This is an optimization exercise on Yosys and OpenROAD, whose aim is small area, a short achievable clock period and few clock cycles per item, not a production implementation.
Only simulation tests tie the RTL to the original design; equivalence was not proved.
Power figures rest on the tool's default switching activity, not on a simulated workload.

--- flow/flow/run.sh ---
#!/bin/bash
set -euo pipefail
MARGIN=6.5
sed "s/SETUP_SLACK_MARGIN=[0-9.]*/SETUP_SLACK_MARGIN=${MARGIN}/" standard.sh > standard_margin.sh
grep -q "SETUP_SLACK_MARGIN=${MARGIN}" standard_margin.sh
bash standard_margin.sh > standard.log 2>&1
--- flow/standard.sh ---
#!/bin/bash
# synth_recipe.tcl (not shown) runs the flow's synth.tcl, then flattens the netlist and writes it again
# the make line also repeats each setting of config.mk as NAME=value (left out here)
make -C /OpenROAD-flow-scripts/flow DESIGN_CONFIG=/design/flow/config.mk WORK_HOME=/design/flow/orfs CLKGATE_MAP_FILE= SYNTH_SCRIPT=/design/flow/synth_recipe.tcl "${@:-finish}"
--- flow/config.mk ---
export PLATFORM = sky130hd
export DESIGN_NAME = press_f0_enc
export DESIGN_NICKNAME = press_f0_enc
export VERILOG_FILES = /design/flow/design.v
export SDC_FILE = /design/flow/constraint.sdc
export NUM_CORES = 4
export LEC_CHECK = 0
export CAP_MARGIN = 20
export CORE_MARGIN = 2
export CORE_UTILIZATION = 55
export PLACE_DENSITY = 0.75
export SETUP_SLACK_MARGIN = 5
export SLEW_MARGIN = 20
--- flow/constraint.sdc ---
create_clock -name core_clock -period 12.0 [get_ports {clk}]
set_input_delay 2.4000 -clock core_clock [delete_from_list [all_inputs] [get_ports {clk}]]
set_output_delay 2.4000 -clock core_clock [all_outputs]
set_load 0.01 [all_outputs]
--- flow/design.v ---
module press_f0_enc (
    input  wire        clk,
    input  wire        rst,
    input  wire        in_valid,
    output wire        in_ready,
    input  wire [31:0] in_data,
    input  wire        in_first,
    input  wire        in_last,
    input  wire [31:0] in_base,
    input  wire [31:0] in_first_run,
    output wire        out_valid,
    input  wire        out_ready,
    output wire [31:0] out_data,
    output wire        out_last,
    output wire [31:0] out_bits
);
    localparam [1:0] CV = 2'd0, CB = 2'd1, CH = 2'd2;           
    localparam [1:0] KV = 2'd0, KS = 2'd1, KB = 2'd2, KH = 2'd3;  
    function [31:0] pfx_or;              
        input [31:0] x;
        reg [31:0] y;
        integer s, i;
        begin
            y = x;
            for (s = 1; s < 32; s = s * 2)
                for (i = 2 * s - 1; i < 32; i = i + 2 * s) y[i] = y[i] | y[i - s];
            for (s = 8; s >= 1; s = s / 2)
                for (i = 3 * s - 1; i < 32; i = i + 2 * s) y[i] = y[i] | y[i - s];
            pfx_or = y;
        end
    endfunction
    function [4:0] enc32;                
        input [31:0] oh;
        integer i;
        begin
            enc32 = 5'd0;
            for (i = 0; i < 32; i = i + 1)
                if (oh[i]) enc32 = enc32 | i[4:0];
        end
    endfunction
    function [5:0] popcount;
        input [31:0] v;
        integer i;
        begin
            popcount = 6'd0;
            for (i = 0; i < 32; i = i + 1)
                popcount = popcount + {5'd0, v[i]};
        end
    endfunction
    function [4:0] kfun;
        input [26:0] a;
        input [4:0]  n;
        integer j, i;
        reg [26:0] c;
        reg        hi, lo, gt, eq;
        reg [4:0]  w, kk;
        begin
            for (j = 0; j < 27; j = j + 1) begin
                hi = 1'b0; lo = 1'b0;
                for (i = j + 5; i < 27; i = i + 1) hi = hi | a[i];
                for (i = 0; i < j; i = i + 1) lo = lo | a[i];
                for (i = 0; i < 5; i = i + 1) w[i] = (j + i < 27) ? a[j + i] : 1'b0;
                gt = 1'b0; eq = 1'b1;
                for (i = 4; i >= 0; i = i - 1) begin
                    gt = gt | (eq & w[i] & ~n[i]);
                    eq = eq & ~(w[i] ^ n[i]);
                end
                c[j] = hi | gt | (eq & lo);
            end
            kk = 5'd0;                   
            for (j = 0; j < 27; j = j + 1)
                if (c[j] & ((j == 26) ? 1'b1 : ~c[j + 1])) kk = kk | (j + 1);
            kfun = kk;
        end
    endfunction
    reg        h_full;
    reg [31:0] h_d;
    reg [1:0]  h_cls;
    reg        h_eq, h_first, h_last;
    reg [31:0] p, pred;
    reg        inrun;
    reg [9:0]  nleft;
    reg [2:0]  body;
    reg [19:0] ps_init;
    assign in_ready = !h_full;
    wire take = in_valid && !h_full;
    wire        fr_run   = !in_first_run[31];
    wire [31:0] p_eff    = in_first ? in_base : p;
    wire [31:0] pred_eff = in_first ? in_base : pred;
    wire        i_inrun  = in_first ? fr_run : inrun;
    wire [2:0]  i_body   = in_first ? 3'd0 : body;
    wire [9:0]  i_nleft  = in_first ? in_first_run[29:20] : nleft;
    wire [1:0]  i_cls    = i_inrun ? CV : ((i_body != 3'd0) ? CB : CH);
    wire [31:0] i_d      = i_inrun ? (in_data ^ p_eff) : in_data;
    wire        i_eq     = (in_data == pred_eff);
    always @(posedge clk) begin
        if (take) begin
            inrun <= i_inrun;
            nleft <= i_nleft;
            body  <= i_body;
            p     <= p_eff;
            pred  <= pred_eff;
            if (in_first)
                ps_init <= fr_run ? in_first_run[19:0] : 20'd0;
            case (i_cls)
                CV: begin
                    p    <= in_data;
                    pred <= p_eff;
                    if (i_nleft == 10'd0) inrun <= 1'b0;
                    else                  nleft <= i_nleft - 10'd1;
                end
                CB: body <= i_body - 3'd1;
                default: begin
                    if (in_data[31:30] == 2'b00) begin
                        inrun <= 1'b1;
                        nleft <= in_data[29:20];
                    end else if (in_data[31:30] == 2'b10) begin
                        body <= 3'd5;
                    end
                end
            endcase
        end
    end
    reg        x_valid;
    reg [31:0] x_r;
    reg [1:0]  x_cls;
    reg        x_eq, x_first, x_last, x_start;
    reg [5:0]  x_pos;
    reg [19:0] ps;
    wire [31:0] xl   = pfx_or(x_r);
    wire [31:0] xz   = xl & ~x_r;
    wire [31:0] xlz  = pfx_or(xz);
    wire [4:0]  xa   = enc32(xl & ~(xl << 1));
    wire [5:0]  xb   = {xlz == 32'd0, enc32(xlz & ~(xlz << 1))};
    wire [4:0]  xg   = xa - x_pos[4:0];
    wire [5:0]  xm6  = xb - {1'b0, xa} - 6'd1;
    wire [31:0] xr_n = x_r & xlz;
    wire        x_nz = (x_r != 32'd0);
    wire        x_more = (xr_n != 32'd0);
    wire [5:0]  x_pc = popcount(x_r);
    wire        x_done = (x_cls != CV) || x_eq || !x_more;
    wire [19:0] ps_eff = x_first ? ps_init : ps;
    wire [20:0] sk_d   = {1'b0, x_r[19:0]} - {1'b0, ps_eff};
    wire [21:0] sk_d2  = {sk_d, 1'b0};
    wire [20:0] x_z    = sk_d[20] ? ~sk_d2[20:0] : sk_d2[20:0];
    wire        x_isrun = (x_r[31:30] == 2'b00);
    wire [1:0]  x_kind = (x_cls == CB) ? KB : (x_cls == CH) ? KH : (x_eq ? KS : KV);
    wire [20:0] x_aux  = (x_cls == CH) ? x_z :
                         {x_start, x_nz, x_pc, xg, 3'd0, (x_nz ? xm6[4:0] : 5'd0)};
    reg        d_valid;
    reg [1:0]  d_kind;
    reg        d_first, d_last;
    reg [31:0] d_w;
    reg [20:0] d_aux;
    reg [11:0] d_q;                      
    reg [1:0]  rph;                      
    reg [10:0] aM, aG;
    reg [4:0]  nM, nG;
    reg [2:0]  kM, kG;
    reg [26:0] aS;
    reg [4:0]  nS, kS;
    reg [15:0] aL;
    reg [4:0]  nL;
    reg [3:0]  kL;
    reg         xfresh;
    wire        xf    = x_first || xfresh;
    wire [4:0]  xkS   = xf ? 5'd0 : kS;
    wire [3:0]  xkL   = xf ? 4'd0 : kL;
    wire [20:0] xqSf  = x_z >> xkS;
    wire [9:0]  xqLf  = x_r[29:20] >> xkL;
    wire [11:0] x_q   = {(xqLf >= 10'd24), xqLf[4:0], (xqSf >= 21'd24), xqSf[4:0]};
    wire        hasm = d_aux[20];
    wire        hasg = d_aux[19];
    wire [5:0]  pc   = d_aux[18:13];
    wire [4:0]  g    = d_aux[12:8];
    wire [4:0]  m    = d_aux[4:0];
    wire [20:0] z    = d_aux;
    wire [9:0]  n1   = d_w[29:20];
    wire        isrun = (d_w[31:30] == 2'b00);
    wire        is_v = (d_kind == KV);
    wire        is_h = (d_kind == KH);
    wire [5:0]  qMf  = pc >> kM;
    wire        escM = (qMf >= 6'd24);
    wire [5:0]  lenM = escM ? 6'd56 : (qMf + 6'd1 + {3'd0, kM});
    wire [5:0]  pcL  = pc & ~(6'h3F << kM);
    wire [31:0] valM = escM ? {2'b00, pc, 24'hFF_FFFF} :
                       (({26'd0, pcL} << (qMf[4:0] + 5'd1)) | ~(32'hFFFF_FFFF << qMf[4:0]));
    wire [4:0]  qG   = g >> kG;
    wire        escG = (qG >= 5'd24);
    wire [5:0]  lenG = escG ? 6'd56 : ({1'b0, qG} + 6'd1 + {3'd0, kG});
    wire [4:0]  gL   = g & ~(5'h1F << kG);
    wire [31:0] valG = escG ? {3'b000, g, 24'hFF_FFFF} :
                       (({27'd0, gL} << (qG + 5'd1)) | ~(32'hFFFF_FFFF << qG));
    wire        bigM    = (kM == 3'd0) ? (pc >= 6'd10) : ((kM == 3'd1) && (pc >= 6'd20));
    wire        bigG    = (kG == 3'd0) ? (g >= 5'd10)  : ((kG == 3'd1) && (g >= 5'd20));
    wire        split_a = is_v && hasm && hasg && (bigM || bigG);
    wire        useg    = is_v && hasg && !split_a;
    wire [4:0]  offG    = lenM[4:0] + 5'd1;
    wire [32:0] valMG   = (hasm ? {valM, 1'b0} : 33'd0) |
                          (useg ? (hasm ? ({17'd0, valG[15:0]} << offG) : {1'b0, valG}) : 33'd0);
    wire [5:0]  lenMG   = (hasm ? lenM + 6'd1 : 6'd0) + (useg ? lenG : 6'd0);
    wire [11:0] aG_p  = {1'b0, aG} + {7'd0, g};
    wire [10:0] A1g   = (nG == 5'd31) ? aG_p[11:1] : aG_p[10:0];
    wire [11:0] aG_pm = {1'b0, aG} + {7'd0, g} - 12'd1;
    wire [10:0] A1gm1 = (nG == 5'd31) ? (aG_p[11:1] - 11'd1) : aG_pm[10:0];
    wire [4:0]  N1g   = (nG == 5'd31) ? 5'd16 : nG + 5'd1;
    wire [2:0]  mm    = (m > 5'd7) ? 3'd7 : m[2:0];
    wire [5:0]  Ngm   = (nG == 5'd31) ? {1'b0, 5'd16} + {3'd0, mm} : {1'b0, nG} + {3'd0, mm} + 6'd1;
    wire [5:0]  Nnm   = {1'b0, nG} + {3'd0, mm};
    wire        hvg   = (Ngm >= 6'd32);
    wire        hvn   = (Nnm >= 6'd32);
    wire [10:0] A2g   = hvg ? {1'b0, A1g[10:1]} : A1g;
    wire [10:0] A2n   = hvn ? {1'b0, aG[10:1]} : aG;
    wire [4:0]  N2g   = hvg ? 5'd16 : Ngm[4:0];
    wire [4:0]  N2n   = hvn ? 5'd16 : Nnm[4:0];
    wire [4:0]  zcg   = hvg ? (5'd0 - N1g) : {2'd0, mm};
    wire [4:0]  zcn   = hvn ? (5'd0 - nG) : {2'd0, mm};
    wire [2:0]  kG2g  = kfun({16'd0, A2g}, N2g);
    wire [2:0]  kG2n  = kfun({16'd0, A2n}, N2n);
    wire        zrun  = is_v && !split_a;
    wire [10:0] A1    = useg ? A1g : aG;
    wire [10:0] A1m1  = useg ? A1gm1 : (aG - 11'd1);
    wire [4:0]  N1    = useg ? N1g : nG;
    wire        hv    = useg ? hvg : hvn;
    wire [4:0]  zc    = !zrun ? 5'd0 : (useg ? zcg : zcn);
    wire        split_b = zrun && (zc != m);
    wire [10:0] A2    = !zrun ? aG : (useg ? A2g : A2n);
    wire [4:0]  N2    = !zrun ? nG : (useg ? N2g : N2n);
    wire [2:0]  kG2   = !zrun ? kG : (useg ? kG2g : kG2n);
    wire [11:0] aM_p = {1'b0, aM} + {6'd0, pc};
    wire        updM = is_v && hasm;
    wire [10:0] aM_n = !updM ? aM : ((nM == 5'd31) ? aM_p[11:1] : aM_p[10:0]);
    wire [4:0]  nM_n = !updM ? nM : ((nM == 5'd31) ? 5'd16 : nM + 5'd1);
    wire [4:0]  qS   = d_q[4:0];
    wire        escS = d_q[5];
    wire [4:0]  qL   = d_q[10:6];
    wire        escL = d_q[11];
    wire [6:0]  sumSL = {2'd0, qS} + {2'd0, kS} + {2'd0, qL} + {3'd0, kL};
    wire        short = !escS && !escL && (sumSL <= 7'd30);
    wire        run_s = is_h && isrun && short;           
    wire [20:0] zL   = z & ~(21'h1F_FFFF << kS);
    wire [9:0]  nL1  = n1 & ~(10'h3FF << kL);
    wire [31:0] thq  = ~(32'hFFFF_FFFF << ((rph == 2'd0) ? qS : qL));
    wire        upd_sl = run_s && (rph == 2'd0);
    wire [27:0] aS_p = {1'b0, aS} + {7'd0, z};
    wire [26:0] aS_n = !upd_sl ? aS : ((nS == 5'd31) ? aS_p[27:1] : aS_p[26:0]);
    wire [4:0]  nS_n = !upd_sl ? nS : ((nS == 5'd31) ? 5'd16 : nS + 5'd1);
    wire [16:0] aL_p = {1'b0, aL} + {7'd0, n1};
    wire [15:0] aL_n = !upd_sl ? aL : ((nL == 5'd31) ? aL_p[16:1] : aL_p[15:0]);
    wire [4:0]  nL_n = !upd_sl ? nL : ((nL == 5'd31) ? 5'd16 : nL + 5'd1);
    reg         r_short;
    wire [1:0]  rph_n = rph + 2'd1;
    wire        rmore = isrun && ((rph == 2'd0) || (rph == 2'd2) || ((rph == 2'd1) && r_short));
    reg  [32:0] tok_v;
    reg  [5:0]  tok_l;
    always @(*) begin
        case (d_kind)
            KS: begin tok_v = 33'd1;       tok_l = 6'd1;  end
            KB: begin tok_v = {1'b0, d_w}; tok_l = 6'd32; end
            KH: begin
                case (rph)
                    2'd0: if (run_s) begin tok_v = {thq, 1'b0};   tok_l = {1'b0, qS} + 6'd2; end
                          else       begin tok_v = {d_w, 1'b1};  tok_l = 6'd33; end
                    2'd1: begin tok_v = {12'd0, zL};   tok_l = r_short ? {1'b0, kS} : 6'd0; end
                    2'd2: begin tok_v = {1'b0, thq};   tok_l = {1'b0, qL} + 6'd1; end
                    default: begin tok_v = {23'd0, nL1}; tok_l = {2'd0, kL}; end
                endcase
            end
            default: begin tok_v = valMG; tok_l = lenMG; end
        endcase
    end
    wire hold_h = is_h && rmore;
    wire split  = d_valid && (split_a || split_b || hold_h);
    reg        t_valid;
    reg [32:0] t_val;
    reg [5:0]  t_lenc;
    reg [10:0] t_a1m1;
    reg        t_anz;
    reg [4:0]  t_n1m1;
    reg [2:0]  t_zc;
    reg        t_last;
    reg        u_valid;
    reg [32:0] u_val;
    reg [7:0]  u_len;
    reg        u_last;
    reg [31:0] lo, hi;
    reg [8:0]  nb;
    reg [24:0] total;
    reg        flush;
    assign out_valid = flush || (nb >= 9'd32);
    assign out_last  = flush && (nb <= 9'd32);
    assign out_data  = lo;
    assign out_bits  = {7'd0, total};
    wire drain  = out_valid && out_ready;
    wire dlast  = drain && out_last;
    wire accept = u_valid && !flush && ((nb < 9'd32) || (drain && nb < 9'd64));
    wire adv_u  = !u_valid || accept;
    wire adv    = !t_valid || adv_u;
    wire fire   = d_valid && adv;
    wire adv_x  = adv && !split;
    wire ctx_rst = rst || (fire && d_last && !split);
    wire [10:0] zam1 = t_a1m1;
    wire        za_nz = t_anz;
    wire [4:0]  zn1m1 = t_n1m1;
    reg  [2:0]  zcnt [0:4];
    reg  [10:0] zF;
    reg  [6:0]  zd;
    integer zj;
    always @(*) begin
        for (zj = 0; zj < 5; zj = zj + 1) begin
            zF = zam1 >> zj;
            zd = {1'b0, zF[5:0]} - {2'b00, zn1m1};
            if (!za_nz)                      zcnt[zj] = 3'd0;
            else if (zF[10:6] != 5'd0)       zcnt[zj] = t_zc;
            else if (zd[6] || zd == 7'd0)    zcnt[zj] = 3'd0;
            else if (zd[5:0] >= {3'd0, t_zc}) zcnt[zj] = t_zc;
            else                             zcnt[zj] = zd[2:0];
        end
    end
    wire [7:0] t_len = {2'd0, t_lenc} + {5'd0, t_zc} + {5'd0, zcnt[0]} + {5'd0, zcnt[1]} +
                       {5'd0, zcnt[2]} + {5'd0, zcnt[3]} + {5'd0, zcnt[4]};
    wire [63:0] ins    = {31'd0, u_val} << nb[4:0];
    wire [31:0] keep   = ~(32'hFFFF_FFFF << nb[4:0]);
    wire [31:0] lo_src = drain ? hi : lo;
    wire [31:0] hi_src = drain ? 32'd0 : hi;
    always @(posedge clk) begin
        if (accept) begin
            lo <= (lo_src & keep) | (ins[31:0] & ~keep);
            hi <= ins[63:32];
        end else begin
            lo <= lo_src;
            hi <= hi_src;
        end
    end
    always @(posedge clk) begin
        if (rst) begin
            nb    <= 9'd0;
            total <= 25'd0;
            flush <= 1'b0;
        end else begin
            nb    <= (drain ? (out_last ? 9'd0 : nb - 9'd32) : nb) + (accept ? {1'b0, u_len} : 9'd0);
            total <= (dlast ? 25'd0 : total) + (accept ? {17'd0, u_len} : 25'd0);
            if (dlast)
                flush <= 1'b0;
            else if (accept && u_last)
                flush <= 1'b1;
        end
    end
    always @(posedge clk) begin
        if (rst) begin
            t_valid <= 1'b0;
            u_valid <= 1'b0;
        end else begin
            if (adv)   t_valid <= d_valid;
            if (adv_u) u_valid <= t_valid;
        end
    end
    always @(posedge clk) begin
        if (t_valid && adv_u) begin
            u_val  <= t_val;
            u_len  <= t_len;
            u_last <= t_last;
        end
    end
    always @(posedge clk) begin
        if (fire) begin
            t_val  <= tok_v;
            t_lenc <= tok_l;
            t_a1m1 <= A1m1;
            t_anz  <= (A1 != 11'd0);
            t_n1m1 <= N1 - 5'd1;
            t_zc   <= zc[2:0];
            t_last <= d_last && !split;
        end
    end
    wire        ksl_s = (rph != 2'd3);
    wire [4:0]  ksl   = kfun(ksl_s ? aS : {11'd0, aL}, ksl_s ? nS : nL);
    always @(posedge clk) begin
        if (ctx_rst) begin
            aM <= 11'd1; nM <= 5'd1; kM <= 3'd0;
            aG <= 11'd1; nG <= 5'd1; kG <= 3'd0;
            aS <= 27'd1; nS <= 5'd1; kS <= 5'd0;
            aL <= 16'd1; nL <= 5'd1; kL <= 4'd0;
        end else begin
            if (fire && is_h && r_short && (rph == 2'd1)) kS <= ksl;
            if (fire && is_h && (rph == 2'd3))            kL <= ksl[3:0];
            if (fire) begin
                aM <= aM_n; nM <= nM_n; kM <= kfun({16'd0, aM_n}, nM_n);
                aG <= A2;   nG <= N2;   kG <= kG2;
                aS <= aS_n; nS <= nS_n;
                aL <= aL_n; nL <= nL_n;
            end
        end
    end
    always @(posedge clk) begin
        if (rst) begin
            d_valid <= 1'b0;
            rph     <= 2'd0;
        end else if (adv) begin
            if (split) begin
                d_first <= 1'b0;
                if (hold_h) begin
                    rph <= rph_n;
                    if (rph == 2'd0) r_short <= run_s;
                end else begin
                    d_aux[20] <= 1'b0;
                    if (!split_a) begin
                        d_aux[19]  <= 1'b0;
                        d_aux[4:0] <= m - zc;
                    end
                end
            end else begin
                rph     <= 2'd0;
                d_valid <= x_valid;
                d_kind  <= x_kind;
                d_first <= x_first && x_start;
                d_last  <= x_last && x_done;
                d_w     <= x_r;
                d_aux   <= x_aux;
                d_q     <= x_q;
            end
        end
    end
    wire x_free = !x_valid || (x_done && adv_x);
    always @(posedge clk) begin
        if (rst) begin
            x_valid <= 1'b0;
            h_full  <= 1'b0;
        end else begin
            if (x_valid && adv_x) begin
                if (x_cls == CH && x_isrun) xfresh <= 1'b0;
                else if (x_first)           xfresh <= 1'b1;
                if (x_cls == CH && x_isrun) ps <= x_r[19:0];
                else if (x_first)           ps <= ps_init;
            end
            if (x_valid && adv_x && !x_done) begin
                x_r     <= xr_n;
                x_pos   <= xb;
                x_start <= 1'b0;
            end
            if (x_free) begin
                if (h_full) begin
                    x_valid <= 1'b1;
                    x_r     <= h_d;
                    x_cls   <= h_cls;
                    x_eq    <= h_eq;
                    x_first <= h_first;
                    x_last  <= h_last;
                    x_start <= 1'b1;
                    x_pos   <= 6'd0;
                    h_full  <= 1'b0;
                end else if (take) begin
                    x_valid <= 1'b1;
                    x_r     <= i_d;
                    x_cls   <= i_cls;
                    x_eq    <= i_eq;
                    x_first <= in_first;
                    x_last  <= in_last;
                    x_start <= 1'b1;
                    x_pos   <= 6'd0;
                end else begin
                    x_valid <= 1'b0;
                end
            end else if (take) begin
                h_full  <= 1'b1;
                h_d     <= i_d;
                h_cls   <= i_cls;
                h_eq    <= i_eq;
                h_first <= in_first;
                h_last  <= in_last;
            end
        end
    end
endmodule
==> results of run 1 <==
-- metal layers --
metal / up-vias / global-route usage / part of all wire
li1: 23200 / - / -
met3: 467 / 0.0507 / 0.086
met2: 2550 / 0.533 / 0.46
met5: - / 0 / 0.000059
met1: 23800 / 0.444 / 0.41
met4: 2 / 0.146 / 0.045
-- cells by family after synthesis --
family	synth area share
AOI/OAI and AO/OA	0.247
xor gates and xnor gates	0.0452
adders and majority gates	0.0953
buffers and inverters	0.0525
DFF	0.300
muxes	0.0796
other	0.0000723
and+or+nand+nor	0.180
-- worst register-to-register path, stage by stage (launching register included) --
cell and delay [ns]:
edfxtp_1 0.49, ha_2 0.23, inv_2 0.05, fa_1 0.44, ha_1 0.30, a21o_1 0.15, a21o_1 0.19, or4_4 0.51
o22ai_2 0.13, nand2_1 0.09, fa_1 0.50, inv_1 0.05, fa_1 0.46, fa_1 0.53, fa_2 0.50, fa_2 0.40
a21o_1 0.17, a21oi_2 0.15, nor2b_1 0.07, o21a_1 0.17
-- per-stage QoR --
stage                     area, µm²  hold slack [ns]  total power, mW
after CTS                     57200            0.418             9.66
after global placement        54300            0.402             7.33
after global routing          58000            0.421             10.4
after floorplan               52100            0.400             6.01
after detailed placement      54300            0.405             7.42
final                         58000            0.414             9.87
-- cell usage after synthesis (all sizes together) (17+ instances only) --
| cell type | number |
|---|---|
| mux2i | 273 |
| clkbuf | 319 |
| a21oi | 507 |
| o31ai | 47 |
| nor2 | 663 |
| o311ai | 18 |
| nor4 | 43 |
| o21a | 47 |
| a222oi | 17 |
| xnor2 | 165 |
| buf | 111 |
| nand4 | 50 |
| o2bb2ai | 25 |
| or2 | 21 |
| a31oi | 98 |
| dfxtp | 173 |
| nand3 | 150 |
| a22oi | 68 |
| o21bai | 17 |
| ha | 250 |
| nand2b | 40 |
| nor3b | 20 |
| a211oi | 107 |
| o22ai | 85 |
| and3 | 50 |
| or4 | 20 |
| mux4 | 28 |
| fa | 65 |
| nand2 | 562 |
| mux2 | 63 |
| inv | 246 |
| and2 | 79 |
| or3 | 36 |
| o21ai | 426 |
| xor2 | 102 |
| a2111oi | 23 |
| maj3 | 50 |
| o221ai | 43 |
| edfxtp | 403 |
| nor3 | 137 |
| nor2b | 86 |
| a221oi | 47 |
| a21o | 87 |
| o211ai | 82 |
-- worst max path at each step --
stage | from | endpoint | slack (ns) | cells past startpoint
6_report | t_n1m1[0]$_DFFE_PP_ | u_len[7]$_DFFE_PP_ | 6.17 | 19
5_1_grt | t_n1m1[0]$_DFFE_PP_ | u_len[7]$_DFFE_PP_ | 5.98 | 19
4_1_cts | t_n1m1[0]$_DFFE_PP_ | u_len[6]$_DFFE_PP_ | 6.18 | 20
3_5_place_dp | out_ready | kG[0]$_SDFFE_PP0P_ | 4.86 | 14
3_3_place_gp | out_ready | kG[0]$_SDFFE_PP0P_ | 4.94 | 14
2_1_floorplan | t_a1m1[2]$_DFFE_PP_ | u_len[6]$_DFFE_PP_ | 6.41 | 21
-- timing repair --
action                     4_1_cts  5_1_grt
setup buffers                   35       61
resized for setup               64       75
gates cloned                     4        4
setup endpoints to repair      323      245
pin swaps                       23       24
-- power by group through the flow --
stage | clock network [mW] | logic, mW | registers [mW]
detailed placement | 0 | 4.79 | 2.64
global placement | 0 | 4.69 | 2.63
global route | 2.24 | 5.58 | 2.60
finish | 2.14 | 5.15 | 2.58
floorplan | 0 | 3.42 | 2.58
CTS | 2.16 | 4.91 | 2.58
-- layout make-up --
class | instances | area (µm²) | share of cell area
Clock inverter | 23 | 317 | 0.00546
Tap cell | 1254 | 1570 | 0.0271
Clock buffer | 102 | 1990 | 0.0344
Timing Repair Buffer | 357 | 3240 | 0.0558
Sequential cell | 576 | 15600 | 0.269
Multi-Input combinational cell | 4963 | 34300 | 0.591
Timing Repair inverter | 1 | 5.00 | 0.0000863
Inverter | 259 | 988 | 0.0170
==> results by group, run 1 <==
Run status
  – Status: finished clean

Drt
  – Vias: 50.0k
  – Routed wire length per instance: 22.4 µm
  – DRT Pass-1 Iters: 7
  – # DRC: 0
  – Vias per cell: 6.64
  – Final wirelength: 169000 µm
  – Post-route ant nets: 0
  – 1st-iter DRT viols: 5862

Worst setup path
  – CP required: 12.40 ns
  – CP Class: reg2reg
  – CP Cell Sequence: ha_2 > inv_2 > fa_1 > ha_1 > a21o_1 > a21o_1 > or4_4 > o22ai_2 > nand2_1 > fa_1 > inv_1 > fa_1 > fa_1 > fa_2 > fa_2 > a21o_1 > a21oi_2 > nor2b_1 > o21a_1
  – Cell mode on critical path: fa_1
  – Worst reg-to-reg setup slack: 6.17 ns
  – Crit path launch type: flop
  – RR Endpoint: u_len[7]$_DFFE_PP_
  – Reg-to-Reg Start: t_n1m1[0]$_DFFE_PP_
  – Max incr delay on CP: 0.53 ns
  – CP top delay family: adder cells
  – Crit-path slowest cell: fa_1
  – Critical path fanouts, max: 5
  – Setup crit end kind: flop
  – R2R cell count: 19
  – Number of buffers and inverters on the critical path: 2
  – Worst EP arrival: 6.23 ns

CTS
  – Hold_buf cts: 0
  – CTS tree: done
  – Clk slew on worst S/H paths: 0.06 ns
  – # clock sinks: 576
  – Clk latency of the worst-skew pair: 0.67 ns
  – CTS buffer count: 68
  – H-tree levels: 3
  – Root buffer cell: clkbuf_16
  – Bufs on Longest Clock Path: 3

Layout
  – Nets: 6643
  – Share of layout cells above drive strength 1: 0.0984
  – Final core occ: 0.621
  – Most common cell after layout, fill and taps aside: nor2_1
  – Fin cells: 7535
  – Filler Cell Count: 8022
  – Most frequent cells in the layout: nor2_1, nand2_1, a21oi_1
  – Synthesis-to-layout area growth: 11.8%
  – Ant. Diodes: 0
  – Largest regs: t_val (33), u_val (33)

Power
  – Reg power frac: 0.261
  – Clock power share: 0.217
  – Switching Share: 0.429
  – Int Pwr: 5.64 mW
  – Net Switching: 4.23 mW
  – Max IR drop VDD: 0.000194 V
  – Static Leakage: 22.4 nW
  – Comb power frac: 0.522
  – Pwr/cell area: 170 mW/mm²

Place
  – PortBufs: 160
  – RD Place Congestion: 1.02
  – DP Wirelength: 121000 µm
  – Dpl cells: 7305
  – Dpl ws: 4.86 ns

Timing
  – Worst Max-Slew Pin Slew: 1.13 ns
  – Fin. max-slew vios: 0
  – Layout Skew: 0.0390 ns
  – Final setup vio count: 0
  – Setup WS post-layout: 6.17 ns
  – Final worst path period need: 5.83 ns
  – RSZ-0062 raised after global routing: yes
  – Final Hold Fails: 0
  – Crit share post-route: 0.486
  – Achievable clock frequency: 172 MHz
  – Slew headroom: 0.246
  – Post-Route Setup TNS: 0 ns

Floorplanning
  – Initial Utilization: 0.556
  – # IOs: 169
  – Die Span X: 311 µm
  – Core ar.: 0.0933 mm²
  – Die area: 0.0968 mm²
  – Die height: 311 µm
  – Row count: 112

Global routing
  – Vias in the first global route: 46.0k
  – Initial antenna violation count: 1
  – First-pass GRT wire length: 260000 µm
  – Grt total ovfl: 0
  – Total GRT Usage: 0.332
  – Pin count of the biggest net entering global routing: 83

Min path
  – Hold_sp: t_val[6]$_DFFE_PP_
  – Hold EP: u_val[6]$_DFFE_PP_
  – Hold Path Depth: 0
  – Worst min path class: reg2reg

Synth
  – Post-synthesis cell area: 0.0519 mm²
  – Post-synth top area share: 0.233
  – Netlist cell types: 115
  – Sequential cell area fraction in the yosys report: 0.300
  – Synth Instances: 6217
  – YS warnings: 2
  – Synth top area cells: edfxtp_1, dfxtp_1, ha_1, mux2i_1, a21oi_1
  – Syn_area_per_cell: 8.34 µm²
  – Yosys top cell by area: edfxtp_1
  – Asr flop ratio synth: 0
  – Flops & latches, synth: 576
  – EDFF count, synth: 403
  – Post-synth top flop: edfxtp_1

Job
  – Number of max-cap violations: 0
Testbench counts, summed over its fixed seeds: cycles 231,371, items 152,338.
==> inputs of run 2 (changes only) <==
--- a/flow/design.v
+++ b/flow/design.v
@@ -273,7 +273,7 @@
     wire split  = d_valid && (split_a || split_b || hold_h);
     reg        t_valid;
     reg [32:0] t_val;
-    reg [5:0]  t_lenc;
+    reg [6:0]  t_lenc;                   
     reg [10:0] t_a1m1;
     reg        t_anz;
     reg [4:0]  t_n1m1;
@@ -317,8 +317,11 @@
             else                             zcnt[zj] = zd[2:0];
         end
     end
-    wire [7:0] t_len = {2'd0, t_lenc} + {5'd0, t_zc} + {5'd0, zcnt[0]} + {5'd0, zcnt[1]} +
-                       {5'd0, zcnt[2]} + {5'd0, zcnt[3]} + {5'd0, zcnt[4]};
+    wire [3:0] zs01  = {1'b0, zcnt[0]} + {1'b0, zcnt[1]};
+    wire [3:0] zs23  = {1'b0, zcnt[2]} + {1'b0, zcnt[3]};
+    wire [4:0] zs03  = {1'b0, zs01} + {1'b0, zs23};
+    wire [7:0] zs4   = {5'd0, zcnt[4]} + {1'b0, t_lenc};
+    wire [7:0] t_len = zs4 + {3'd0, zs03};
     wire [63:0] ins    = {31'd0, u_val} << nb[4:0];
     wire [31:0] keep   = ~(32'hFFFF_FFFF << nb[4:0]);
     wire [31:0] lo_src = drain ? hi : lo;
@@ -365,7 +368,7 @@
     always @(posedge clk) begin
         if (fire) begin
             t_val  <= tok_v;
-            t_lenc <= tok_l;
+            t_lenc <= {1'b0, tok_l} + {4'd0, zc[2:0]};
             t_a1m1 <= A1m1;
             t_anz  <= (A1 != 11'd0);
             t_n1m1 <= N1 - 5'd1;
==> flow/flow/run.sh (replaced) <==
#!/bin/bash
set -euo pipefail
MARGIN=7
sed "s/SETUP_SLACK_MARGIN=[0-9.]*/SETUP_SLACK_MARGIN=${MARGIN}/" standard.sh > standard_margin.sh
grep -q "SETUP_SLACK_MARGIN=${MARGIN}" standard_margin.sh
bash standard_margin.sh > standard.log 2>&1
==> run 2 against run 1 <==
Compared with the run above:
- synthesized area rose by 1.6%
- combinational power increased by 12%
- via count grew 5.3%
- clock power increased by 3%
- sequential share of layout area shrank 1.5 points
- count of clock-buffer cells in the layout down 26
- still clean on timing, DRC and antenna
- sequential cell count grew 1
- largest power group unchanged
- core utilization is 2.7 points higher
- highest routed layer is now met4
- clock skew is essentially flat
==> results by group, run 2 <==
Worst setup path
  – Crit path launch type: flop
  – Crit-path slowest cell: fa_1
  – CP top delay family: adder cells
  – Setup crit end kind: flop
  – RR Endpoint: u_len[6]$_DFFE_PP_
  – CP Cell Sequence: buf_4 > ha_1 > inv_1 > fa_1 > ha_1 > a21o_1 > a21o_1 > a21oi_2 > o21ai_1 > a22oi_1 > nor2b_1 > fa_1 > fa_1 > fa_1 > ha_4 > inv_2 > fa_2 > inv_2 > a21o_1 > a21oi_2 > xnor2_1
  – R2R cell count: 21 (+2)
  – Number of buffers and inverters on the critical path: 4 (+2)
  – Worst reg-to-reg setup slack: 6.70 ns (+0.53 ns)
  – Critical path fanouts, max: 4 (-1)
  – CP required: 12.40 ns (about the same)
  – Cell mode on critical path: fa_1
  – Worst EP arrival: 5.69 ns (-0.54 ns)
  – Max incr delay on CP: 0.57 ns (+0.04 ns)
  – Reg-to-Reg Start: t_n1m1[0]$_DFFE_PP_
  – CP Class: reg2reg

Power
  – Net Switching: 4.52 mW (+6.9%)
  – Clock power share: 0.208 (-0.009)
  – Max IR drop VDD: 0.000159 V (-18%)
  – Switching Share: 0.428 (-0.000561)
  – Int Pwr: 6.04 mW (+7.2%)
  – Static Leakage: 24.0 nW (+6.8%)
  – Comb power frac: 0.544 (+0.022)
  – Pwr/cell area: 172 mW/mm² (+0.85%)
  – Reg power frac: 0.248 (-0.013)
  – Total power: 10.6 mW (+7.1%)

CTS
  – Clk slew on worst S/H paths: 0.06 ns (about the same)
  – Clk latency of the worst-skew pair: 0.67 ns (about the same)
  – Bufs on Longest Clock Path: 3 (unchanged)
  – CTS tree: done
  – CTS buffer count: 68 (unchanged)
  – # clock sinks: 577 (+0.17%)
  – H-tree levels: 3 (unchanged)
  – Root buffer cell: clkbuf_16

Timing
  – Post-Route Setup TNS: 0 ns (unchanged)
  – Achievable clock frequency: 189 MHz (+10%)
  – Final setup vio count: 0 (unchanged)
  – Hold_ws: 0.416 ns (+0.00164 ns)
  – Fin. max-slew vios: 0 (unchanged)
  – Slew headroom: 0.185 (-0.0608)
  – Final Hold Fails: 0 (unchanged)
  – Final worst path period need: 5.30 ns (-0.531 ns)
  – Worst Max-Slew Pin Slew: 1.22 ns (+0.0898 ns)
  – Crit share post-route: 0.441 (-0.0442)
  – Layout Skew: 0.0391 ns (+0.000175 ns)
  – RSZ-0062 raised after global routing: yes

Synth
  – Flops & latches, synth: 577 (+0.17%)
  – Post-synthesis cell area: 0.0527 mm² (+1.6%)
  – Syn_area_per_cell: 8.32 µm² (-0.27%)
  – Synth top cells by count: nor2_1, nand2_1, a21oi_1
  – Post-synth top flop: edfxtp_1
  – Sequential cell area fraction in the yosys report: 0.296 (-0.00423)
  – Asr flop ratio synth: 0 (unchanged)
  – Synth top area cells: edfxtp_1, dfxtp_1, ha_1, mux2i_1, a21oi_1
  – EDFF count, synth: 404 (+0.25%)
  – YS warnings: 2 (unchanged)
  – Netlist cell types: 111 (-3.5%)
  – Yosys top cell by area: edfxtp_1
  – Synth Instances: 6335 (+1.9%)
  – Post-synth top area share: 0.230 (-0.00316)
  – Most frequent cell after synthesis: nor2_1

Min path
  – Hold EP: u_val[7]$_DFFE_PP_
  – Hold_sp: t_val[7]$_DFFE_PP_
  – Worst min path class: reg2reg
  – Hold Path Depth: 0 (unchanged)

Drt
  – # DRC: 0 (unchanged)
  – 1st-iter DRT viols: 6634 (+13%)
  – Final wirelength: 184000 µm (+8.8%)
  – Vias per cell: 6.76 (+1.8%)
  – Routed wire length per instance: 23.6 µm (+5.2%)
  – Vias: 52.6k (+5.3%)
  – Post-route ant nets: 0 (unchanged)
  – DRT Pass-1 Iters: 10 (+3)

Layout
  – Most frequent cells in the layout: nor2_1, nand2_1, a21oi_1
  – Final core occ: 0.648 (+0.0267)
  – Synthesis-to-layout area growth: 16.8%
  – Largest regs: t_val (33), u_val (33)
  – Most common cell after layout, fill and taps aside: nor2_1
  – Share of layout cells above drive strength 1: 0.149 (+0.0501)
  – Nets: 6884 (+3.6%)

Job
  – Number of max-cap violations: 0 (unchanged)

Place
  – PortBufs: 160 (unchanged)
  – DP Wirelength: 127000 µm (+5.2%)
  – RD Place Congestion: 1.02 (about the same)

Floorplanning
  – Row count: 113 (+0.89%)
  – # IOs: 169 (unchanged)
  – Initial Utilization: 0.555 (-0.000961)
  – Die area: 0.0983 mm² (+1.6%)
  – Die Span X: 314 µm (+0.80%)
  – Core ar.: 0.0950 mm² (+1.8%)
  – Die height: 314 µm (+0.80%)

Global routing
  – Vias in the first global route: 47.9k (+4.1%)
  – Pin count of the biggest net entering global routing: 84 (+1.2%)
  – Initial antenna violation count: 0 (-1)
  – Total GRT Usage: 0.353 (+0.0206)
  – First-pass GRT wire length: 277000 µm (+6.5%)
  – Grt total ovfl: 0 (unchanged)

Run status
  – Status: finished clean
run 2: timing repair:
item	in CTS	in global routing
pin swaps	69	136
gates cloned	6	13
setup buffers	109	107
endpoints found under the setup margin	345	317
resized for setup	180	235
hold buffers	0	0
run 2: metal layers:
layer,vias up,part of all wire,GRT usage,routed length [µm]
met5,-,0,0,0
met3,646,0.095,0.0582,17500
li1,24000,-,-,-
met4,0,0.056,0.162,10400
met2,3045,0.46,0.573,84000
met1,25000,0.39,0.461,71900
run 2: area by class of cell:
type	count	area (µm²)
multi-input combinational	5087	36400
fill	7817	33400
sequential	577	15600
timing repair buffer	497	4680
clock buffer	76	1800
tap	1265	1580
inverter	240	943
clock inverter	48	539
antenna	2	5.00
run 2: through the flow:
stage	std cells	cell area, µm²	setup WS (ns)
after floorplan	6341	53100	6.62
after global placement	7430	55400	4.98
after detailed placement	7430	55400	4.87
after CTS	7669	59500	6.75
after global routing	7790	61600	6.56
final	7792	61600	6.70
run 2: power groups by stage:
| stage | Clock (mW) | Combinational (mW) | Sequential (mW) |
|---|---|---|---|
| after floorplan | 0 | 3.44 | 2.62 |
| after global placement | 0 | 4.76 | 2.69 |
| after detailed placement | 0 | 4.82 | 2.70 |
| after CTS | 2.22 | 5.24 | 2.62 |
| after global routing | 2.29 | 6.14 | 2.64 |
| final | 2.20 | 5.75 | 2.62 |
run 2: how the worst max path moves through the flow:
stage,endpoint,cells past startpoint,start
6_report,u_len[6]$_DFFE_PP_,21,t_n1m1[0]$_DFFE_PP_
5_1_grt,u_len[6]$_DFFE_PP_,21,t_n1m1[0]$_DFFE_PP_
4_1_cts,u_len[6]$_DFFE_PP_,22,t_n1m1[0]$_DFFE_PP_
3_5_place_dp,kG[2]$_SDFFE_PP0P_,18,d_aux[3]$_DFFE_PP_
3_3_place_gp,kG[2]$_SDFFE_PP0P_,18,d_aux[3]$_DFFE_PP_
2_1_floorplan,total[24]$_SDFF_PP0_,21,out_ready
run 2: logic make-up (layout without fill, tap and decap cells):
family                   Yosys count  in the layout  share of synthesized area
AND/OR/NAND/NOR                 2041           2050                      0.181
AO/OA/AOI/OAI                   1980           1980                      0.248
buffers and inverters            686            861                     0.0504
flip-flops                       577            577                      0.296
multiplexers                     389            389                     0.0820
adder cells (fa/ha/maj)          376            376                     0.0955
XOR/XNOR                         285            285                     0.0474
other                              1              9                  0.0000711
Testbench counts of run 2, summed over its fixed seeds: cycles 231,371, items 152,338.
==> inputs of run 3 (changes only) <==
--- a/flow/design.v
+++ b/flow/design.v
@@ -223,7 +223,9 @@
     wire [4:0]  N1    = useg ? N1g : nG;
     wire        hv    = useg ? hvg : hvn;
     wire [4:0]  zc    = !zrun ? 5'd0 : (useg ? zcg : zcn);
-    wire        split_b = zrun && (zc != m);
+    wire [5:0]  nGmm  = {1'b0, nG} + {3'd0, mm};
+    wire        crossG = useg ? ((nG != 5'd31) && (nGmm >= 6'd32)) : (nGmm >= 6'd33);
+    wire        split_b = zrun && ((m > 5'd7) || crossG);
     wire [10:0] A2    = !zrun ? aG : (useg ? A2g : A2n);
     wire [4:0]  N2    = !zrun ? nG : (useg ? N2g : N2n);
     wire [2:0]  kG2   = !zrun ? kG : (useg ? kG2g : kG2n);
==> flow/flow/run.sh (replaced) <==
#!/bin/bash
set -euo pipefail
MARGIN=7.5
sed "s/SETUP_SLACK_MARGIN=[0-9.]*/SETUP_SLACK_MARGIN=${MARGIN}/" standard.sh > standard_margin.sh
grep -q "SETUP_SLACK_MARGIN=${MARGIN}" standard_margin.sh
bash standard_margin.sh > standard.log 2>&1
==> run 3 against run 2 <==
Compared with the run above:
- still clean on timing, DRC and antenna
- maximum frequency fell by 0.75%
- global-route usage up 0.68 points
- critical path depth up 1
- sequential share of layout area is 0.83 points lower
- via count is 1.4% higher
- critical path type unchanged
- critical endpoint is now u_len[4]$_DFFE_PP_
- largest cell class unchanged
- highest routed layer is now met5
==> results by group, run 3 <==
Layout
  – Most common cell after layout, fill and taps aside: nor2_1
  – Most frequent cells in the layout: nor2_1, nand2_1, a21oi_1
  – Flip-flop and latch area: 0.0156 mm² (+0.14%)
  – Final Cell Area: 0.0637 mm² (+3.5%)
  – Nets: 6965 (+1.2%)
  – Largest regs: t_val (33), u_val (33)
  – Share of layout cells above drive strength 1: 0.194 (+0.0457)
  – Synthesis-to-layout area growth: 22.8%
  – Area used by multi-input combinational logic: 0.0374 mm² (+2.7%)
  – Filler Cell Count: 7288 (-6.8%)

Place
  – PortBufs: 160 (unchanged)
  – RD Place Congestion: 0.982 (-3.4%)
  – Dpl ws: 4.96 ns (+0.0868 ns)
  – Dpl cell area: 0.0548 mm² (-1.0%)
  – DP Wirelength: 124000 µm (-2.4%)

Global routing
  – Grt total ovfl: 0 (unchanged)
  – Vias in the first global route: 48.9k (+2.0%)
  – First-pass GRT wire length: 280000 µm (+1.3%)
  – Pin count of the biggest net entering global routing: 89 (+6.0%)
  – Initial antenna violation count: 2 (+2)
  – Total GRT Usage: 0.359 (+0.00679)

Timing
  – Fin. max-slew vios: 0 (unchanged)
  – Worst Max-Slew Pin Slew: 1.16 ns (-0.0587 ns)
  – Final setup vio count: 0 (unchanged)
  – Final worst path period need: 5.34 ns (+0.0399 ns)
  – Setup WS post-layout: 6.66 ns (-0.0399 ns)
  – Achievable clock frequency: 187 MHz (-0.75%)
  – Post-Route Setup TNS: 0 ns (unchanged)
  – Crit share post-route: 0.445 (+0.00332)
  – Final Hold Fails: 0 (unchanged)
  – Slew headroom: 0.217 (+0.0318)
  – Layout Skew: 0.0433 ns (+0.00418 ns)
  – RSZ-0062 raised after global routing: yes

Synth
  – Yosys top cell by area: edfxtp_1
  – EDFF count, synth: 404 (unchanged)
  – Synth Instances: 6277 (-0.92%)
  – Synth top area cells: edfxtp_1, dfxtp_1, ha_1, mux2i_1, a21oi_1
  – Post-synth top area share: 0.234 (+0.00368)
  – Flops & latches, synth: 577 (unchanged)
  – YS warnings: 2 (unchanged)
  – Post-synthesis cell area: 0.0519 mm² (-1.6%)
  – Sequential cell area fraction in the yosys report: 0.301 (+0.00473)
  – Netlist cell types: 104 (-6.3%)
  – Synth top cells by count: nor2_1, nand2_1, a21oi_1
  – Post-synth top flop: edfxtp_1
  – Syn_area_per_cell: 8.27 µm² (-0.66%)
  – Asr flop ratio synth: 0 (unchanged)
  – Most frequent cell after synthesis: nor2_1

CTS
  – Root buffer cell: clkbuf_16
  – CTS buffer count: 70 (+2.9%)
  – Clk slew on worst S/H paths: 0.06 ns (about the same)
  – Hold_buf cts: 0 (unchanged)
  – Clk latency of the worst-skew pair: 0.66 ns (about the same)
  – Bufs on Longest Clock Path: 3 (unchanged)
  – H-tree levels: 3 (unchanged)
  – CTS tree: done
  – # clock sinks: 577 (unchanged)

Run status
  – Status: finished clean

Drt
  – Vias: 53.4k (+1.4%)
  – Vias per cell: 6.79 (+0.50%)
  – Post-route ant nets: 0 (unchanged)
  – DRT Pass-1 Iters: 9 (-1)
  – Final wirelength: 189000 µm (+3.0%)
  – Routed wire length per instance: 24.1 µm (+2.1%)
  – # DRC: 0 (unchanged)
  – 1st-iter DRT viols: 7074 (+6.6%)

Worst setup path
  – CP required: 12.39 ns (about the same)
  – Setup crit end kind: flop
  – CP Class: reg2reg
  – Max incr delay on CP: 0.51 ns (-0.06 ns)
  – Critical path fanouts, max: 4 (unchanged)
  – CP top delay family: adder cells
  – Worst EP arrival: 5.72 ns (+0.03 ns)
  – R2R cell count: 22 (+4.8%)
  – CP Cell Sequence: buf_4 > ha_2 > inv_2 > fa_2 > a21o_1 > a21oi_2 > nor2b_1 > o31ai_2 > o21ai_2 > a22oi_1 > nor2b_1 > fa_1 > inv_1 > fa_1 > fa_2 > inv_2 > ha_4 > inv_2 > fa_2 > buf_4 > buf_4 > xnor2_2
  – WP depth: 22 (+4.8%)
  – Crit-path slowest cell: fa_1
  – Crit path launch type: flop
  – Number of buffers and inverters on the critical path: 7 (+3)

Min path
  – Worst min path class: reg2reg
  – Hold Path Depth: 0 (unchanged)

Job
  – Number of max-cap violations: 0 (unchanged)

Power
  – Pwr/cell area: 167 mW/mm² (-2.4%)
  – Max IR drop VDD: 0.000221 V (+39%)
  – Static Leakage: 24.3 nW (+1.5%)

Floorplanning
  – Die Span X: 311 µm (-0.78%)
  – Row count: 112 (-0.88%)
  – Die area: 0.0968 mm² (-1.6%)
  – Initial Utilization: 0.555 (about the same)
  – # IOs: 169 (unchanged)
  – Core ar.: 0.0935 mm² (-1.6%)
  – Die height: 311 µm (-0.78%)
-- run 3: changes by cell type in the layout (fill, tap and decap cells not counted), sizes merged, moves of 12 or more --
cell    before  now
a21oi      516  531
o31ai       49   35
maj3        65   41
nand2b      40   52
a22oi       81   59
nor3b       19   31
nand3      143  129
a21o       108   85
xnor2      187  170
nand2      575  617
nor2       658  694
buf        332  421
mux2        85   70
clkbuf      81  101
-- run 3: metal layers --
layer | global-route usage | wire length (µm) | up-vias
met4 | 0.178 | 11600 | 2
met2 | 0.578 | 86100 | 3306
met3 | 0.0663 | 18800 | 768
li1 | - | - | 23900
met5 | 0 | 10 | -
met1 | 0.465 | 72700 | 25400
-- run 3: stage by stage --
step                      power [mW]  hold WS [ns]   util  std cells
after detailed placement        7.56         0.405  0.586       7373
after CTS                       10.1         0.400  0.649       7712
after floorplan                 6.17         0.400      -       6283
final                           10.7         0.396  0.682       7860
after global placement          7.48         0.400  0.586       7372
after global routing            11.2         0.409  0.682       7860
-- run 3: cells by family (layout without fill, tap and decap cells) --
group,count (synthesis),in the layout,synth area share
AND/OR/NAND/NOR,2115,2124,0.189
AO/OA/AOI/OAI,1924,1928,0.241
buffers and inverters,666,975,0.0501
flip-flops,577,577,0.301
multiplexers,372,372,0.0802
adder cells (fa/ha/maj),355,355,0.0930
XOR/XNOR,267,267,0.0451
other,1,8,0.0000723
-- run 3: worst paths after layout --
check | from | to | slack, ns
max reg2reg | t_n1m1[0]$_DFFE_PP_ | u_len[4]$_DFFE_PP_ | 6.66
min | t_val[32]$_DFFE_PP_ | u_val[32]$_DFFE_PP_ | 0.40
max | t_n1m1[0]$_DFFE_PP_ | u_len[4]$_DFFE_PP_ | 6.66
min reg2reg | t_val[32]$_DFFE_PP_ | u_val[32]$_DFFE_PP_ | 0.40
-- run 3: power breakdown --
| group | switching, mW | leakage (nW) | internal (mW) | total, mW |
|---|---|---|---|---|
| Combinational | 3.58 | 18.0 | 2.38 | 5.96 |
| Clock | 0.901 | 1.07 | 1.19 | 2.09 |
| Sequential | 0.177 | 5.26 | 2.44 | 2.62 |
| Total | 4.65 | 24.3 | 6.02 | 10.7 |
-- run 3: timing repair --
action                                  4_1_cts  5_1_grt
endpoints found under the setup margin      433      302
resized for setup                           399      408
cloned                                       29       11
setup buffers                               182      136
pin swaps                                   145      199
-- run 3: area by class of cell --
| cell class | instances | share of cell area |
|---|---|---|
| multi-input cells | 5053 | 0.586 |
| flip-flops and latches | 577 | 0.245 |
| repair buffers | 594 | 0.0928 |
| clock buffers | 93 | 0.0300 |
| well taps | 1254 | 0.0246 |
| inverters | 252 | 0.0162 |
| clock inverters | 35 | 0.00459 |
| repair inverters | 1 | 0.0000785 |
| diodes | 1 | 0.0000393 |
Testbench counts of run 3, summed over its fixed seeds: cycles 231,371, items 152,338.
==> inputs of run 4 (changes only) <==
--- a/flow/design.v
+++ b/flow/design.v
@@ -81,7 +81,7 @@
     reg        inrun;
     reg [9:0]  nleft;
     reg [2:0]  body;
-    reg [19:0] ps_init;
+    reg [19:0] ps;                       
     assign in_ready = !h_full;
     wire take = in_valid && !h_full;
     wire        fr_run   = !in_first_run[31];
@@ -100,8 +100,6 @@
             body  <= i_body;
             p     <= p_eff;
             pred  <= pred_eff;
-            if (in_first)
-                ps_init <= fr_run ? in_first_run[19:0] : 20'd0;
             case (i_cls)
                 CV: begin
                     p    <= in_data;
@@ -126,7 +124,6 @@
     reg [1:0]  x_cls;
     reg        x_eq, x_first, x_last, x_start;
     reg [5:0]  x_pos;
-    reg [19:0] ps;
     wire [31:0] xl   = pfx_or(x_r);
     wire [31:0] xz   = xl & ~x_r;
     wire [31:0] xlz  = pfx_or(xz);
@@ -139,7 +136,7 @@
     wire        x_more = (xr_n != 32'd0);
     wire [5:0]  x_pc = popcount(x_r);
     wire        x_done = (x_cls != CV) || x_eq || !x_more;
-    wire [19:0] ps_eff = x_first ? ps_init : ps;
+    wire [19:0] ps_eff = ps;
     wire [20:0] sk_d   = {1'b0, x_r[19:0]} - {1'b0, ps_eff};
     wire [21:0] sk_d2  = {sk_d, 1'b0};
     wire [20:0] x_z    = sk_d[20] ? ~sk_d2[20:0] : sk_d2[20:0];
@@ -436,13 +433,14 @@
                 if (x_cls == CH && x_isrun) xfresh <= 1'b0;
                 else if (x_first)           xfresh <= 1'b1;
                 if (x_cls == CH && x_isrun) ps <= x_r[19:0];
-                else if (x_first)           ps <= ps_init;
             end
             if (x_valid && adv_x && !x_done) begin
                 x_r     <= xr_n;
                 x_pos   <= xb;
                 x_start <= 1'b0;
             end
+            if (take && in_first)
+                ps <= fr_run ? in_first_run[19:0] : 20'd0;
             if (x_free) begin
                 if (h_full) begin
                     x_valid <= 1'b1;
==> flow/flow/run.sh (replaced) <==
#!/bin/bash
set -euo pipefail
MARGIN=7
sed "s/SETUP_SLACK_MARGIN=[0-9.]*/SETUP_SLACK_MARGIN=${MARGIN}/" standard.sh > standard_margin.sh
grep -q "SETUP_SLACK_MARGIN=${MARGIN}" standard_margin.sh
bash standard_margin.sh > standard.log 2>&1
==> run 4 against run 3 <==
Compared with the run above:
- still clean
- maximum frequency rose by 2.1%
- sequential cell count fell by 20
- synthesized cell count fell by 1.1%
- register-to-register slack improved by 0.11 ns
- largest cell class unchanged
- highest routed layer is now met4
==> results by group, run 4 <==
Run status
  – Status: finished clean

Timing
  – RSZ-0062 raised after global routing: yes
  – Achievable clock frequency: 191 MHz (+2.1%)
  – Worst Max-Slew Pin Slew: 1.09 ns (-0.0728 ns)
  – Final setup vio count: 0 (unchanged)
  – Slew headroom: 0.271 (+0.0542)
  – Post-Route Setup TNS: 0 ns (unchanged)
  – Fin. max-slew vios: 0 (unchanged)
  – Layout Skew: 0.0268 ns (-0.0165 ns)
  – Crit share post-route: 0.436 (-0.00902)
  – Final Hold Fails: 0 (unchanged)
  – Final worst path period need: 5.23 ns (-0.108 ns)

Synth
  – Sequential cell area fraction in the yosys report: 0.292 (-0.00843)
  – Flops & latches, synth: 557 (-3.5%)
  – Most frequent cell after synthesis: nand2_1
  – Post-synth top area share: 0.225 (-0.00915)
  – Syn_area_per_cell: 8.27 µm² (about the same)
  – Yosys top cell by area: edfxtp_1
  – Synth top area cells: edfxtp_1, dfxtp_1, ha_1, mux2i_1, a21oi_1
  – EDFF count, synth: 384 (-5.0%)
  – Synth top cells by count: nand2_1, nor2_1, a21oi_1
  – YS warnings: 2 (unchanged)
  – Post-synthesis cell area: 0.0513 mm² (-1.1%)
  – Netlist cell types: 119 (+14%)
  – Asr flop ratio synth: 0 (unchanged)
  – Synth Instances: 6209 (-1.1%)
  – Post-synth top flop: edfxtp_1

Worst setup path
  – Worst reg-to-reg setup slack: 6.77 ns (+0.11 ns)
  – Reg-to-Reg Start: t_a1m1[1]$_DFFE_PP_
  – Crit path launch type: flop
  – Setup crit end kind: flop
  – Critical path fanouts, max: 2 (-2)
  – R2R cell count: 24 (+9.1%)
  – RR Endpoint: u_len[6]$_DFFE_PP_
  – Worst EP arrival: 5.62 ns (-0.10 ns)
  – CP required: 12.39 ns (about the same)
  – CP Class: reg2reg

Drt
  – Routed wire length per instance: 24.2 µm (+0.51%)
  – Final wirelength: 183000 µm (-3.4%)
  – # DRC: 0 (unchanged)
  – Vias: 51.1k (-4.2%)
  – 1st-iter DRT viols: 6720 (-5.0%)
  – DRT Pass-1 Iters: 8 (-1)
  – Vias per cell: 6.76 (-0.37%)
  – Post-route ant nets: 0 (unchanged)

Layout
  – Largest regs: t_val (33), u_val (33)
  – Synthesis-to-layout area growth: 14.3%
  – Nets: 6662 (-4.4%)
  – Final Cell Area: 0.0587 mm² (-7.9%)
  – Filler Cell Count: 7876 (+8.1%)
  – Share of layout cells above drive strength 1: 0.123 (-0.0711)
  – Most frequent cells in the layout: nand2_1, nor2_1, a21oi_1
  – Most common cell after layout, fill and taps aside: nand2_1
  – Final core occ: 0.632 (-0.0501)

Power
  – Clock power share: 0.220 (+0.024)
  – Comb power frac: 0.528 (-0.031)
  – Static Leakage: 22.5 nW (-7.4%)
  – Switching Share: 0.433 (-0.00329)
  – Reg power frac: 0.252 (+0.007)
  – Max IR drop VDD: 0.000257 V (+17%)
  – Net Switching: 4.35 mW (-6.6%)
  – Pwr/cell area: 171 mW/mm² (+2.2%)
  – Int Pwr: 5.70 mW (-5.3%)

Floorplanning
  – Row count: 112 (unchanged)
  – Die area: 0.0958 mm² (-1.1%)
  – Core ar.: 0.0929 mm² (-0.60%)
  – Die height: 309 µm (-0.53%)
  – # IOs: 169 (unchanged)
  – Initial Utilization: 0.552 (-0.00267)
  – Die Span X: 309 µm (-0.53%)

CTS
  – H-tree levels: 3 (unchanged)
  – CTS buffer count: 68 (-2.9%)
  – Bufs on Longest Clock Path: 3 (unchanged)
  – Clk slew on worst S/H paths: 0.06 ns (about the same)
  – CTS tree: done
  – # clock sinks: 557 (-3.5%)
  – Root buffer cell: clkbuf_16
  – Clk latency of the worst-skew pair: 0.67 ns (about the same)

Min path
  – Hold EP: u_last$_DFFE_PP_
  – Worst min path class: reg2reg
  – Hold Path Depth: 0 (unchanged)
  – Hold_sp: t_last$_DFFE_PP_

Place
  – Dpl cell area: 0.0539 mm² (-1.6%)
  – DP Wirelength: 129000 µm (+4.2%)
  – PortBufs: 160 (unchanged)
  – RD Place Congestion: 1.04 (+6.3%)

Global routing
  – Pin count of the biggest net entering global routing: 99 (+11%)
  – First-pass GRT wire length: 275000 µm (-1.9%)
  – Total GRT Usage: 0.367 (+0.00712)
  – Grt total ovfl: 0 (unchanged)
  – Initial antenna violation count: 4 (+2)
  – Vias in the first global route: 46.9k (-4.0%)

Job
  – Number of max-cap violations: 0 (unchanged)
## run 4: per-stage QoR
step	cells	power [mW]	setup slack, ns	hold WS [ns]
3_3_place_gp	7316	7.12	4.83	0.403
6_report	7557	10.0	6.77	0.418
4_1_cts	7512	9.59	6.75	0.416
2_1_floorplan	6215	5.77	6.95	0.400
3_5_place_dp	7316	7.19	4.81	0.405
5_1_grt	7554	10.5	6.57	0.421
## run 4: per-layer routing
metal / track usage / wire, µm
met1: 0.478 / 71200
met2: 0.578 / 81700
met3: 0.0639 / 18100
met4: 0.203 / 11900
met5: 0 / 0
## run 4: cells by family after synthesis
kind of cell | synth area share
AO/OA/AOI/OAI | 0.256
other | 0.0000731
adder cells (fa/ha/maj) | 0.0957
AND/OR/NAND/NOR | 0.181
buffers and inverters | 0.0531
multiplexers | 0.0760
XOR/XNOR | 0.0457
flip-flops | 0.292
## run 4: worst max path at each step
stage | startpoint | to | cells after the start | slack, ns
2_1_floorplan | out_ready | total[22]$_SDFF_PP0_ | 18 | 6.95
3_3_place_gp | out_ready | kG[0]$_SDFFE_PP0P_ | 15 | 4.83
3_5_place_dp | out_ready | kG[0]$_SDFFE_PP0P_ | 15 | 4.81
4_1_cts | t_a1m1[1]$_DFFE_PP_ | u_len[6]$_DFFE_PP_ | 24 | 6.75
5_1_grt | t_n1m1[0]$_DFFE_PP_ | u_len[6]$_DFFE_PP_ | 23 | 6.57
6_report | t_a1m1[1]$_DFFE_PP_ | u_len[6]$_DFFE_PP_ | 24 | 6.77
## run 4: critical path, stage by stage, from the launching register on
cell	delay [ns]
edfxtp_1	0.43
inv_1	0.08
ha_2	0.17
inv_2	0.05
fa_2	0.60
ha_4	0.22
a21o_1	0.15
a21o_1	0.18
a21oi_2	0.16
o21ai_2	0.10
buf_4	0.20
a22oi_2	0.16
nor2b_2	0.08
fa_1	0.50
fa_2	0.55
inv_2	0.04
fa_2	0.36
inv_2	0.08
ha_4	0.13
inv_2	0.03
fa_2	0.34
inv_2	0.06
a21o_1	0.12
a21oi_2	0.06
xnor2_1	0.12
## run 4: power by group through the flow
stage	Clock (mW)	Combinational, mW	Sequential [mW]
2_1_floorplan	0	3.25	2.52
3_3_place_gp	0	4.54	2.58
3_5_place_dp	0	4.60	2.59
4_1_cts	2.21	4.84	2.53
5_1_grt	2.29	5.66	2.55
6_report	2.21	5.30	2.54
## run 4: timing repair
item,in CTS,in global routing
gates resized for setup,181,148
hold buffers,0,0
setup endpoints to repair,362,182
setup buffers,65,40
pin swaps,49,87
gates cloned,8,2
## run 4: final cells by class
type / count / area [µm²] / share of cell area
timing repair inverter: 3 / 18.8 / 0.000320
sequential: 557 / 15000 / 0.256
antenna: 3 / 7.51 / 0.000128
inverter: 287 / 1130 / 0.0193
multi-input combinational: 4960 / 35100 / 0.599
clock buffer: 86 / 1870 / 0.0319
timing repair buffer: 370 / 3490 / 0.0594
tap: 1254 / 1570 / 0.0267
clock inverter: 37 / 458 / 0.00780
Testbench counts of run 4, summed over its fixed seeds: cycles 231,371, items 152,338.
==> inputs of run 5 (changes only) <==
==> flow/flow/run.sh (replaced) <==
#!/bin/bash
set -euo pipefail
MARGIN=6.75
sed "s/SETUP_SLACK_MARGIN=[0-9.]*/SETUP_SLACK_MARGIN=${MARGIN}/" standard.sh > standard_margin.sh
grep -q "SETUP_SLACK_MARGIN=${MARGIN}" standard_margin.sh
bash standard_margin.sh > standard.log 2>&1
==> run 5 against run 4 <==
Compared with the run above:
- total power is 2.8% lower
- sequential cell count stayed put
- global-route usage is 1.1 points lower
- design area is 1.5% lower
- die area stayed put
- non-clock buffer count is 5 lower
- routed wire length is 3.7% lower
- critical path type unchanged
==> results by group, run 5 <==
Run status
  – Status: finished clean

Place
  – Dpl cells: 7323 (+0.096%)
  – RD Place Congestion: 1.04 (-0.14%)
  – Dpl cell area: 0.0538 mm² (-0.24%)
  – DP Wirelength: 126000 µm (-2.2%)

Power
  – Clock power share: 0.221 (about the same)
  – Static Leakage: 22.3 nW (-0.94%)
  – Int Pwr: 5.56 mW (-2.5%)
  – Switching Share: 0.431 (-0.00204)
  – Pwr/cell area: 169 mW/mm² (-1.3%)
  – Net Switching: 4.20 mW (-3.3%)
  – Total power: 9.76 mW (-2.8%)

Synth
  – Synth Instances: 6209 (unchanged)
  – EDFF count, synth: 384 (unchanged)
  – Asr flop ratio synth: 0 (unchanged)
  – Netlist cell types: 119 (unchanged)
  – Sequential cell area fraction in the yosys report: 0.292 (unchanged)
  – Post-synth top flop: edfxtp_1
  – YS warnings: 2 (unchanged)
  – Post-synth top area share: 0.225 (unchanged)
  – Syn_area_per_cell: 8.27 µm² (unchanged)
  – Synth top area cells: edfxtp_1, dfxtp_1, ha_1, mux2i_1, a21oi_1

Global routing
  – Most Crowded Layer GR: met2
  – Met3 usage: 0.0694 (+0.00546)
  – M2 GR Usage: 0.575 (-0.00265)
  – First-pass GRT wire length: 270000 µm (-1.9%)
  – Initial antenna violation count: 0 (-4)
  – GRT met1 Usage: 0.442 (-0.0355)

Worst setup path
  – Crit path launch type: flop
  – Setup crit end kind: flop
  – CP required: 12.39 ns (about the same)
  – Critical path fanouts, max: 8 (+6)
  – Max incr delay on CP: 0.53 ns (-0.07 ns)
  – CP top delay family: adder cells
  – Reg-to-Reg Start: t_n1m1[1]$_DFFE_PP_
  – Crit-path slowest cell: fa_1
  – Worst reg-to-reg setup slack: 6.55 ns (-0.23 ns)
  – R2R cell count: 24 (unchanged)
  – Number of buffers and inverters on the critical path: 8 (+1)
  – RR Endpoint: u_len[7]$_DFFE_PP_
  – Cell mode on critical path: fa_1

CTS
  – Root buffer cell: clkbuf_16
  – Bufs on Longest Clock Path: 3 (unchanged)
  – CTS tree: done
  – Clk latency of the worst-skew pair: 0.67 ns (about the same)
  – # clock sinks: 557 (unchanged)
  – Clk slew on worst S/H paths: 0.07 ns (about the same)

Layout
  – Nets: 6655 (-0.11%)
  – Share of layout cells above drive strength 1: 0.107 (-0.0158)
  – Final core occ: 0.622 (-0.00966)
  – Largest regs: t_val (33), u_val (33)
  – Final Cell Area: 0.0578 mm² (-1.5%)
  – Ant. Diodes: 0 (-3)

Timing
  – Layout Skew: 0.0362 ns (+0.00949 ns)
  – Post-Route Setup TNS: 0 ns (unchanged)
  – Fin. max-slew vios: 0 (unchanged)
  – Setup WS post-layout: 6.55 ns (-0.226 ns)
  – Hold_ws: 0.384 ns (-0.0339 ns)
  – Final setup vio count: 0 (unchanged)

Floorplanning
  – Core ar.: 0.0929 mm² (unchanged)
  – Die Span X: 309 µm (unchanged)
  – Die height: 309 µm (unchanged)
  – Initial Utilization: 0.552 (unchanged)
  – Row count: 112 (unchanged)

Drt
  – Routed wire length per instance: 23.3 µm (-3.6%)
  – Final wirelength: 176000 µm (-3.7%)
  – DRT Pass-1 Iters: 12 (+4)
  – # DRC: 0 (unchanged)

Min path
  – Hold Path Depth: 0 (unchanged)
  – Hold EP: u_val[13]$_DFFE_PP_
  – Hold_sp: t_val[13]$_DFFE_PP_
run 5: cell types whose count changed in the layout (fill, tap and decap cells not counted), sizes merged:
| cell | delta |
|---|---|
| a21oi | -1 |
| buf | -1 |
| bufbuf | -3 |
| clkbuf | -5 |
| clkinv | +2 |
| clkinvlp | -5 |
| diode | -3 |
| dlymetal6s2s | -1 |
| inv | +8 |
run 5: kinds of logic after synthesis:
family	count (synthesis)	share of synthesized area
adder cells (fa/ha/maj)	363	0.0957
buffers and inverters	700	0.0531
AND/OR/NAND/NOR	1986	0.181
XOR/XNOR	267	0.0457
multiplexers	347	0.0760
other	1	0.0000731
flip-flops	557	0.292
AO/OA/AOI/OAI	1988	0.256
run 5: power by group through the flow:
| stage | Sequential [mW] | Clock [mW] | Combinational (mW) |
|---|---|---|---|
| final | 2.53 | 2.16 | 5.07 |
| after detailed placement | 2.58 | 0 | 4.61 |
| after floorplan | 2.52 | 0 | 3.23 |
| after global routing | 2.55 | 2.25 | 5.45 |
| after CTS | 2.52 | 2.18 | 4.78 |
| after global placement | 2.57 | 0 | 4.55 |
run 5: final cells by class:
type / instances / area (µm²) / share of cell area
Multi-Input combinational cell: 4959 / 34500 / 0.598
Tap cell: 1254 / 1570 / 0.0271
Clock inverter: 43 / 489 / 0.00847
Sequential cell: 557 / 15000 / 0.260
Inverter: 287 / 1120 / 0.0194
Timing Repair inverter: 2 / 10.0 / 0.000173
Clock buffer: 81 / 1800 / 0.0312
Timing Repair Buffer: 365 / 3250 / 0.0562
run 5: timing repair:
action                                 CTS  global route
buffers inserted                        63            34
resized for setup                      117           104
gates cloned                             4             0
setup endpoints to repair              241           138
pin swaps                               53            50
endpoints found under the hold margin    0             0
run 5: worst max-delay path by stage:
stage / from / to / slack (ns) / depth (start not counted)
floorplan: in_first / nleft[5]$_DFFE_PP_ / 6.75 / 13
global placement: out_ready / aS[24]$_SDFFE_PP0P_ / 5.37 / 13
finish: t_n1m1[1]$_DFFE_PP_ / u_len[7]$_DFFE_PP_ / 6.55 / 24
CTS: d_aux[16]$_DFFE_PP_ / t_lenc[5]$_DFFE_PP_ / 6.69 / 17
detailed placement: out_ready / aS[24]$_SDFFE_PP0P_ / 5.31 / 13
global route: t_n1m1[1]$_DFFE_PP_ / u_len[7]$_DFFE_PP_ / 6.37 / 24
run 5: per-layer routing:
layer / part of all wire / vias up
met2: 0.46 / 2829
li1: - / 23200
met3: 0.097 / 684
met1: 0.38 / 24000
met5: 0 / -
met4: 0.069 / 0

separate check: timing with driven ports:
The results above use ideal ports. As a check the final layouts listed here were re-extracted and re-timed, cells and wires unchanged. Step 1 assumes that a clkbuf_16 drives the clock port and a buf_2 every other input. Step 2 times the ports against the registers' clock, not the clock port: input delays grow and output delays shrink by t, the midpoint of the rising clock arrivals with the driver on. Slacks: ideal ports / drivers / drivers and shift; pairs: ideal ports / drivers.
run | t (ns) | slack for setup (ns)
run 1 | 0.726 | 6.173 / 6.173 / 6.173
run 2 | 0.720 | 6.704 / 6.704 / 6.417
run 3 | 0.710 | 6.664 / 6.664 / 6.458
run 4 | 0.724 | 6.773 / 6.773 / 6.429
run 5 | 0.724 | 6.546 / 6.546 / 6.246
After both steps every run listed still meets setup and hold.
